From an optimization exercise on the open Yosys and OpenROAD flow, aimed at small area, a short achievable clock period and few clock cycles per item; shortcuts taken in it are not production practice. In this exercise RTL edits were held to simulation tests only and were not proved equivalent to the original. Power is estimated from default activity; no workload was simulated.

## fe_rms
module fe_rms (
    input  wire        clk,
    input  wire        rst_n,
    input  wire        start,
    input  wire [63:0] sum,      
    input  wire [31:0] count,    
    output wire        in_ready,
    output reg         out_valid,
    output wire [31:0] rms
);
Settings: LEC_CHECK=0, ABC_AREA=1, CAP_MARGIN=20, CORE_MARGIN=2, CORE_UTILIZATION=40, CTS_BUF_LIST=sky130_fd_sc_hd__clkbuf_8, CTS_CLUSTER_SIZE=40, SLEW_MARGIN=20; clock period 10.0 ns.
standard.sh (not shown) runs the stock make flow with config.mk's settings and CLKGATE_MAP_FILE= SYNTH_SCRIPT=/design/flow/synth_recipe.tcl, a recipe that flattens the netlist after the stock synthesis.
==> flow/flow/run.sh <==
#!/bin/bash
# Layout flow: the standard flow (its synthesis, floorplan, power grid,
# tap cells, placement, clock tree and routing), with two changes made through
# ORFS variables: timing repair aims at a setup slack of 7 ns instead of
# 0 ns, and the input and output ports are buffered with sky130_fd_sc_hd__buf_1.
# standard.sh's output goes to standard.log; ORFS keeps each step's log under
# orfs/logs/.
set -euo pipefail
export SETUP_SLACK_MARGIN=7
export BUFFER_PORTS_ARGS="-buffer_cell sky130_fd_sc_hd__buf_1"
bash standard.sh > standard.log 2>&1
Testbench counts at the start, summed over its fixed seeds: cycles 48,016, items 1,600.
Then changed:
CTS_BUF_LIST = unset   (was sky130_fd_sc_hd__clkbuf_8)
CTS_CLUSTER_SIZE = unset   (was 40)
TNS_END_PERCENT = 10   (was unset)
Outcome: Worst hold slack got worse by 0.0046 ns; total power hardly moves; via count fell by about 2%; clock power rose by about 30%; final area fell by about 4%; synthesized area stays the same; cell count fell by about 1.5%; global-route usage hardly moves; wire length fell by about 2.6%.
Then changed:
--- a/flow/flow/run.sh
+++ b/flow/flow/run.sh
@@ -4 +4 @@
-# ORFS variables: timing repair aims at a setup slack of 7 ns instead of
+# ORFS variables: timing repair aims at a setup slack of 6.8 ns instead of
@@ -9 +9 @@
-export SETUP_SLACK_MARGIN=7
+export SETUP_SLACK_MARGIN=6.8
TNS_END_PERCENT = unset   (was 10)
Effect: Routed wire length is lower by 3.0%; via count goes down by 1.2%; power fell by 4.4%; worst setup slack is worse by 0.14 ns; combinational power is lower by 6.3%; clock-buffer cell count is unchanged; final cell count went down by 1.0%.
Then changed:
--- a/flow/flow/run.sh
+++ b/flow/flow/run.sh
@@ -4 +4 @@
-# ORFS variables: timing repair aims at a setup slack of 6.8 ns instead of
+# ORFS variables: timing repair aims at a setup slack of 7 ns instead of
@@ -9 +9 @@
-export SETUP_SLACK_MARGIN=6.8
+export SETUP_SLACK_MARGIN=7
CORE_UTILIZATION = 50   (was 40)
Area after synthesis does not change.
Worst setup slack improves by 0.15 ns.
Core utilization rises by 15 points.
Count of clock-buffer cells in the layout is unchanged.
Design area rises by 5.6%.
Cell count falls by 1.4%.
Sequential power is about the same.
Then changed:
CORE_UTILIZATION = 40   (was 50)
Effect:
- synthesized cell count is unchanged
- global-route usage decreases by 4.3 points
- wire length decreases by 0.89%
- cell area decreases by 1.5%
- combinational power decreases by about 6%

* * *

fe_rms, a different RTL version from the one above (not shown whole).
For scale: roughly 2100 cells after synthesis, roughly 180 flip-flops.
## fe_rms
module fe_rms (
    input  wire        clk,
    input  wire        rst_n,
    input  wire        start,
    input  wire [63:0] sum,      
    input  wire [31:0] count,    
    output wire        in_ready,
    output reg         out_valid,
    output wire [31:0] rms
);
export LEC_CHECK = 0
export ABC_AREA = 1
export CAP_MARGIN = 20
export CORE_MARGIN = 2
export CORE_UTILIZATION = 40
export SLEW_MARGIN = 20
create_clock -name core_clock -period 10.0 [get_ports {clk}]
==> flow/flow/run.sh <==
#!/bin/bash
# Layout flow: the standard flow (its synthesis, floorplan, power grid,
# tap cells, placement, clock tree and routing), with two changes made through
# ORFS variables: timing repair aims at a setup slack of 6.5 ns instead of
# 0 ns, and the input and output ports are buffered with sky130_fd_sc_hd__buf_1.
# standard.sh's output goes to standard.log; ORFS keeps each step's log under
# orfs/logs/.
set -euo pipefail
export SETUP_SLACK_MARGIN=6.5
export BUFFER_PORTS_ARGS="-buffer_cell sky130_fd_sc_hd__buf_1"
bash standard.sh > standard.log 2>&1
The first run produced a clean layout.
Testbench counts at the start, summed over its fixed seeds: cycles 48,016, items 1,600.
Rerun with:
--- a/flow/flow/run.sh
+++ b/flow/flow/run.sh
@@ -3,3 +3,3 @@
 # tap cells, placement, clock tree and routing), with two changes made through
-# ORFS variables: timing repair aims at a setup slack of 6.5 ns instead of
+# ORFS variables: timing repair aims at a setup slack of 7 ns instead of
 # 0 ns, and the input and output ports are buffered with sky130_fd_sc_hd__buf_1.
@@ -8,3 +8,3 @@
 set -euo pipefail
-export SETUP_SLACK_MARGIN=6.5
+export SETUP_SLACK_MARGIN=7
 export BUFFER_PORTS_ARGS="-buffer_cell sky130_fd_sc_hd__buf_1"
Result: The changed run ran to the end with no violations; setup slack gains 350 ps; hold slack loses 16 ps; clock power rises by 3.5%; via count goes up by 3.7%; core utilization goes up by 2.6 points; final cell count rises by 2.1%.
Rerun with:
--- a/flow/flow/run.sh
+++ b/flow/flow/run.sh
@@ -3,3 +3,3 @@
 # tap cells, placement, clock tree and routing), with two changes made through
-# ORFS variables: timing repair aims at a setup slack of 7 ns instead of
+# ORFS variables: timing repair aims at a setup slack of 6.5 ns instead of
 # 0 ns, and the input and output ports are buffered with sky130_fd_sc_hd__buf_1.
@@ -8,3 +8,3 @@
 set -euo pipefail
-export SETUP_SLACK_MARGIN=7
+export SETUP_SLACK_MARGIN=6.5
 export BUFFER_PORTS_ARGS="-buffer_cell sky130_fd_sc_hd__buf_1"
--- a/flow/config.mk
+++ b/flow/config.mk
@@ -7,3 +7,2 @@
 export LEC_CHECK = 0
-export ABC_AREA = 1
 export CAP_MARGIN = 20
Non-clock buffer count fell by 1.
Cell count fell by 25%.
Global-route usage fell by 0.56 points.
First-iteration DRC count fell by 21%.
Clock skew fell by 7.0 ps.
Synthesized area fell by 12%.
Power rose by 6.7%.
Rerun with:
--- a/flow/config.mk
+++ b/flow/config.mk
@@ -9,3 +9,3 @@
 export CORE_MARGIN = 2
-export CORE_UTILIZATION = 40
+export CORE_UTILIZATION = 60
 export SLEW_MARGIN = 20
What happened: The new run completed without violations; register-to-register slack gets worse by 130 ps; area after synthesis does not change; cell area stays flat; power goes up by a few percent.
Rerun with:
--- a/flow/config.mk
+++ b/flow/config.mk
@@ -9,3 +9,4 @@
 export CORE_MARGIN = 2
-export CORE_UTILIZATION = 60
+export CORE_UTILIZATION = 40
+export PLACE_DENSITY = 0.75
 export SLEW_MARGIN = 20
After rerunning: Sequential share of layout area is lower by 0.34 points. Critical path depth is lower by 2. Routed wire length is higher by 5.4%.

## port drivers added, routing unchanged
In the flow no input, the clock included, has a driving cell. The finished layouts below were timed again as built, in two steps. Step 1 (the two cells are an assumption about what drives the block):
set clk [get_ports {clk}]
set_driving_cell -lib_cell sky130_fd_sc_hd__clkbuf_16 $clk
set_driving_cell -lib_cell sky130_fd_sc_hd__buf_2 [delete_from_list [all_inputs] $clk]
Step 2 adds t to the input delays and takes it off the output delays; t is the mean of the earliest and latest rising clock arrival at the registers after step 1. Input paths then give back, and output paths get back, about the clock's delay inside the block. a / b / c = ideal / step 1 / step 2; a / b = the first two.
run	t, ns	setup slack, ns	worst setup path at the end	slew at the worst register clock pin (ns)	cell pins on the clock port's net
the first run of note 1	0.550	6.986 / 6.937 / 6.709	input to register	0.12 / 0.12	1
the second run of note 1	0.506	6.944 / 6.893 / 6.734	input to register	0.08 / 0.08	1
the third run of note 1	0.504	6.807 / 6.815 / 6.334	input to register	0.08 / 0.08	1
the fourth run of note 1	0.497	6.953 / 6.953 / 6.674	input to register	0.08 / 0.08	1
the fifth run of note 1	0.506	7.015 / 6.973 / 6.719	input to register	0.08 / 0.08	1
the first run of note 2	0.498	6.668 / 6.617 / 6.576	input to register	0.07 / 0.07	1
the second run of note 2	0.498	7.017 / 6.985 / 6.620	input to register	0.08 / 0.08	1
the third run of note 2	0.495	6.397 / 6.397 / 6.397	register to register	0.08 / 0.08	1
the fourth run of note 2	0.485	6.264 / 6.264 / 6.264	register to register	0.09 / 0.09	1
the fifth run of note 2	0.497	6.378 / 6.378 / 6.378	register to register	0.08 / 0.08	1
After both steps every run listed still meets setup and hold. The setup slack of the third run of note 1, which loses most, moves by +0.008 ns with the drivers and by -0.473 ns with both steps.
